Context: an optimization exercise on an open-source flow, tuned for small area, a short achievable clock period and few clock cycles per item. The choices shown serve that exercise and are no tape-out recipe. The RTL was checked by simulation tests, not by an equivalence proof against the original design.

// loop_core
module loop_core (
    input  wire        clk,
    input  wire        rst,
    input  wire        cfg_we,
    input  wire [5:0]  cfg_addr,
    input  wire [31:0] cfg_wdata,
    input  wire        start,
    input  wire [31:0] sp,
    input  wire [31:0] pv,
    input  wire [31:0] target,
    input  wire [31:0] out_lo,
    input  wire [31:0] out_hi,
    input  wire [3:0]  nsec,
    input  wire        integrate,
    input  wire        reset_states,
    output wire        ready,
    output reg         done,
    output reg  [31:0] out,
    output reg  [31:0] err,
    output reg  [7:0]  flags,
    input  wire [4:0]  rd_addr,
    output reg  [47:0] rd_data
);
==> flow/config.mk <==
export PLATFORM = sky130hd
export DESIGN_NAME = loop_core
export DESIGN_NICKNAME = loop_core
export VERILOG_FILES = /design/flow/design.v
export SDC_FILE = /design/flow/constraint.sdc
export NUM_CORES = 8
export LEC_CHECK = 0
export ABC_AREA = 1
export CAP_MARGIN = 30
export CORE_MARGIN = 2
export CORE_UTILIZATION = 65
export PLACE_DENSITY = 0.75
export SLEW_MARGIN = 30
==> flow/constraint.sdc <==
create_clock -name core_clock -period 25.0 [get_ports {clk}]
set_input_delay 5.0000 -clock core_clock [delete_from_list [all_inputs] [get_ports {clk}]]
set_output_delay 5.0000 -clock core_clock [all_outputs]
set_load 0.01 [all_outputs]
standard.sh (not shown) runs the stock make flow with config.mk's settings and CLKGATE_MAP_FILE= SYNTH_SCRIPT=/design/flow/synth_recipe.tcl, a recipe that flattens the netlist after the stock synthesis.
==> flow/flow/run.sh <==
#!/bin/bash
# The standard layout, with the resizer asked to aim for a shorter clock
# period than the design's (the constraints and the clock stay as they are)
# and the ports buffered with plain buffers.  Each tool's output goes to a
# log file of its own.
set -euo pipefail
bash standard.sh synth > synth.log 2>&1
bash standard.sh SETUP_SLACK_MARGIN=13.5 "BUFFER_PORTS_ARGS=-buffer_cell sky130_fd_sc_hd__buf_2" finish > layout.log 2>&1
The first run went through all stages and came out clean.
Testbench counts at the start, summed over its fixed seeds: cycles 17,720, items 2,304.
Rerun with:
--- a/flow/flow/run.sh
+++ b/flow/flow/run.sh
@@ -6,3 +6,3 @@
 set -euo pipefail
 bash standard.sh synth > synth.log 2>&1
-bash standard.sh SETUP_SLACK_MARGIN=13.5 "BUFFER_PORTS_ARGS=-buffer_cell sky130_fd_sc_hd__buf_2" finish > layout.log 2>&1
+bash standard.sh SETUP_SLACK_MARGIN=12.5 "BUFFER_PORTS_ARGS=-buffer_cell sky130_fd_sc_hd__buf_2" finish > layout.log 2>&1
=> Synthesized area stays the same; utilization falls by 1.4 points; routed wire length came out lower by a few percent; global-route usage went down by 0.43 points; sequential cell count is unchanged; worst setup slack got worse by 0.23 ns.

the previous run:
Another version of the RTL of loop_core (not shown whole).
Size: about 2400 flip-flops, roughly 340 I/O pins, about 210000 um2 of cells after synthesis.
==> flow/config.mk <==
export PLATFORM = sky130hd
export DESIGN_NAME = loop_core
export DESIGN_NICKNAME = loop_core
export VERILOG_FILES = /design/flow/design.v
export SDC_FILE = /design/flow/constraint.sdc
export NUM_CORES = 8
export LEC_CHECK = 0
export ABC_AREA = 1
export CAP_MARGIN = 30
export CORE_MARGIN = 2
export CORE_UTILIZATION = 50
export PLACE_DENSITY = 0.6
export SLEW_MARGIN = 30
==> flow/constraint.sdc <==
create_clock -name core_clock -period 25.0 [get_ports {clk}]
set_input_delay 5.0000 -clock core_clock [delete_from_list [all_inputs] [get_ports {clk}]]
set_output_delay 5.0000 -clock core_clock [all_outputs]
set_load 0.01 [all_outputs]
==> flow/flow/run.sh <==
#!/bin/bash
# The standard layout, with the resizer asked to aim for a shorter clock
# period than the design's (the constraints and the clock stay as they are)
# and the ports buffered with plain buffers.  Each tool's output goes to a
# log file of its own.
set -euo pipefail
bash standard.sh synth > synth.log 2>&1
bash standard.sh SETUP_SLACK_MARGIN=13 "BUFFER_PORTS_ARGS=-buffer_cell sky130_fd_sc_hd__buf_2" finish > layout.log 2>&1
Testbench counts of the previous run, summed over its fixed seeds: cycles 17,720, items 2,304.
What the current run does differently from the previous run at the input level:
Settings: PLACE_DENSITY now 0.75, was 0.6; CORE_UTILIZATION now 65, was 50.
==> comparison <==
The current run: PASS, flow complete, no timing, DRC or antenna violations. Across both runs, share of cell area taken by multi-input logic gates was higher for the current run than for the previous run. Taking the previous run as the reference, in the current run final standard cell area without fillers saw a decrease, fraction of layout instances using a drive strength above 1 saw a decrease, number of iterations in the first detailed-routing pass saw an increase, number of stages on the worst hold path saw a decrease. Met3 track demand over resource: higher on the current run. Critical path capture point: rd_data[16] -> the previous run, rd_data[2] -> the current run. The current run against the previous run: die area -23%, total length of routed wires -23000 um.

## the baseline
loop_core, a different RTL version from the one above (not shown whole).
Size in the first run: roughly 21,000 cells after synthesis, ~2,400 flip-flops, roughly 340 I/O pins.
==> flow/config.mk <==
export PLATFORM = sky130hd
export DESIGN_NAME = loop_core
export DESIGN_NICKNAME = loop_core
export VERILOG_FILES = /design/flow/design.v
export SDC_FILE = /design/flow/constraint.sdc
export NUM_CORES = 8
export LEC_CHECK = 0
export ABC_AREA = 1
export CAP_MARGIN = 20
export CORE_MARGIN = 2
export CORE_UTILIZATION = 50
export PLACE_DENSITY = 0.6
export SLEW_MARGIN = 20
==> flow/constraint.sdc <==
create_clock -name core_clock -period 25.0 [get_ports {clk}]
set_input_delay 5.0000 -clock core_clock [delete_from_list [all_inputs] [get_ports {clk}]]
set_output_delay 5.0000 -clock core_clock [all_outputs]
set_load 0.01 [all_outputs]
run.sh (not shown) runs the stock make flow with config.mk's settings and CLKGATE_MAP_FILE= SYNTH_SCRIPT=/design/flow/synth_recipe.tcl, a recipe that flattens the netlist after the stock synthesis.
Stock flow here: none of the scripts above is used.
Per the final summary, the baseline finished and its layout is clean on timing, DRC and antenna.
Testbench counts of the baseline, summed over its fixed seeds: cycles 17,720, items 2,304.
Here is what was changed in the inputs of the candidate compared with the baseline.
==> flow/flow/run.sh (new file) <==
#!/bin/bash
# The standard layout, with the resizer asked to aim for a shorter clock
# period than the design's (the constraints and the clock stay as they are)
# and the ports buffered with plain buffers.  Each tool's output goes to a
# log file of its own.
set -euo pipefail
bash standard.sh synth > synth.log 2>&1
bash standard.sh SETUP_SLACK_MARGIN=12 "BUFFER_PORTS_ARGS=-buffer_cell sky130_fd_sc_hd__buf_2" finish > layout.log 2>&1
==> flow/standard.sh (new file) <==
#!/bin/bash
# synth_recipe.tcl (not shown) runs the flow's synth.tcl, then flattens the netlist and writes it again
# the make line also repeats each setting of config.mk as NAME=value (left out here)
make -C /OpenROAD-flow-scripts/flow DESIGN_CONFIG=/design/flow/config.mk WORK_HOME=/design/flow/orfs CLKGATE_MAP_FILE= SYNTH_SCRIPT=/design/flow/synth_recipe.tcl "${@:-finish}"
removed: flow/run.sh
==> run summary <==
STATUS final standard cell area without fillers: the candidate wins against the baseline
Post-detailed-placement half-perimeter wirelength delta (the candidate -> the baseline): insignificant
Re synthesized cell count: no difference whatsoever between the baseline and the candidate.
The candidate vs. the baseline: number of buffers inserted during clock tree synthesis grew by 5; routed wire length grew by 6600 um; final clock period utilization by the worst path shrank by 6.8 points; critical path depth shrank by 3.
Per the comparison of the candidate with the baseline, post-layout minimum cycle time down 1.71 ns; highest clock frequency the design can meet now larger.

static timing again, ports no longer ideal:
In the flow no input, the clock included, has a driving cell. The finished layouts below were timed again as built, in two steps.
Step 1: set_driving_cell puts a clkbuf_16 on clk and a buf_2 on each other input, an assumption about the parent block.
Step 2 adds t to the input delays and takes it off the output delays; t is the mean of the earliest and latest rising clock arrival at the registers after step 1. Input paths then give back, and output paths get back, about the clock's delay inside the block.
Slacks: ideal / step 1 / step 2; pairs: ideal / step 1.
run | shift t [ns] | setup slack, ns | worst setup path at the end | clock arrival spread, ns
the first run of note 1 | 1.012 | 12.574 / 12.408 / 12.408 | input to output | 0.101 / 0.101
the second run of note 1 | 1.020 | 12.344 / 12.229 / 11.816 | input to register | 0.085 / 0.085
the previous run | 1.040 | 12.357 / 12.235 / 12.235 | input to output | 0.105 / 0.105
the current run | 1.038 | 12.579 / 12.404 / 12.170 | input to register | 0.098 / 0.099
the baseline | 1.039 | 9.995 / 9.922 / 9.922 | input to output | 0.123 / 0.124
the candidate | 1.038 | 11.701 / 11.601 / 11.601 | input to output | 0.124 / 0.123
After both steps every run listed still meets setup and hold. The setup slack of the second run of note 1, which loses most, moves by -0.115 ns with the drivers and by -0.528 ns with both steps.
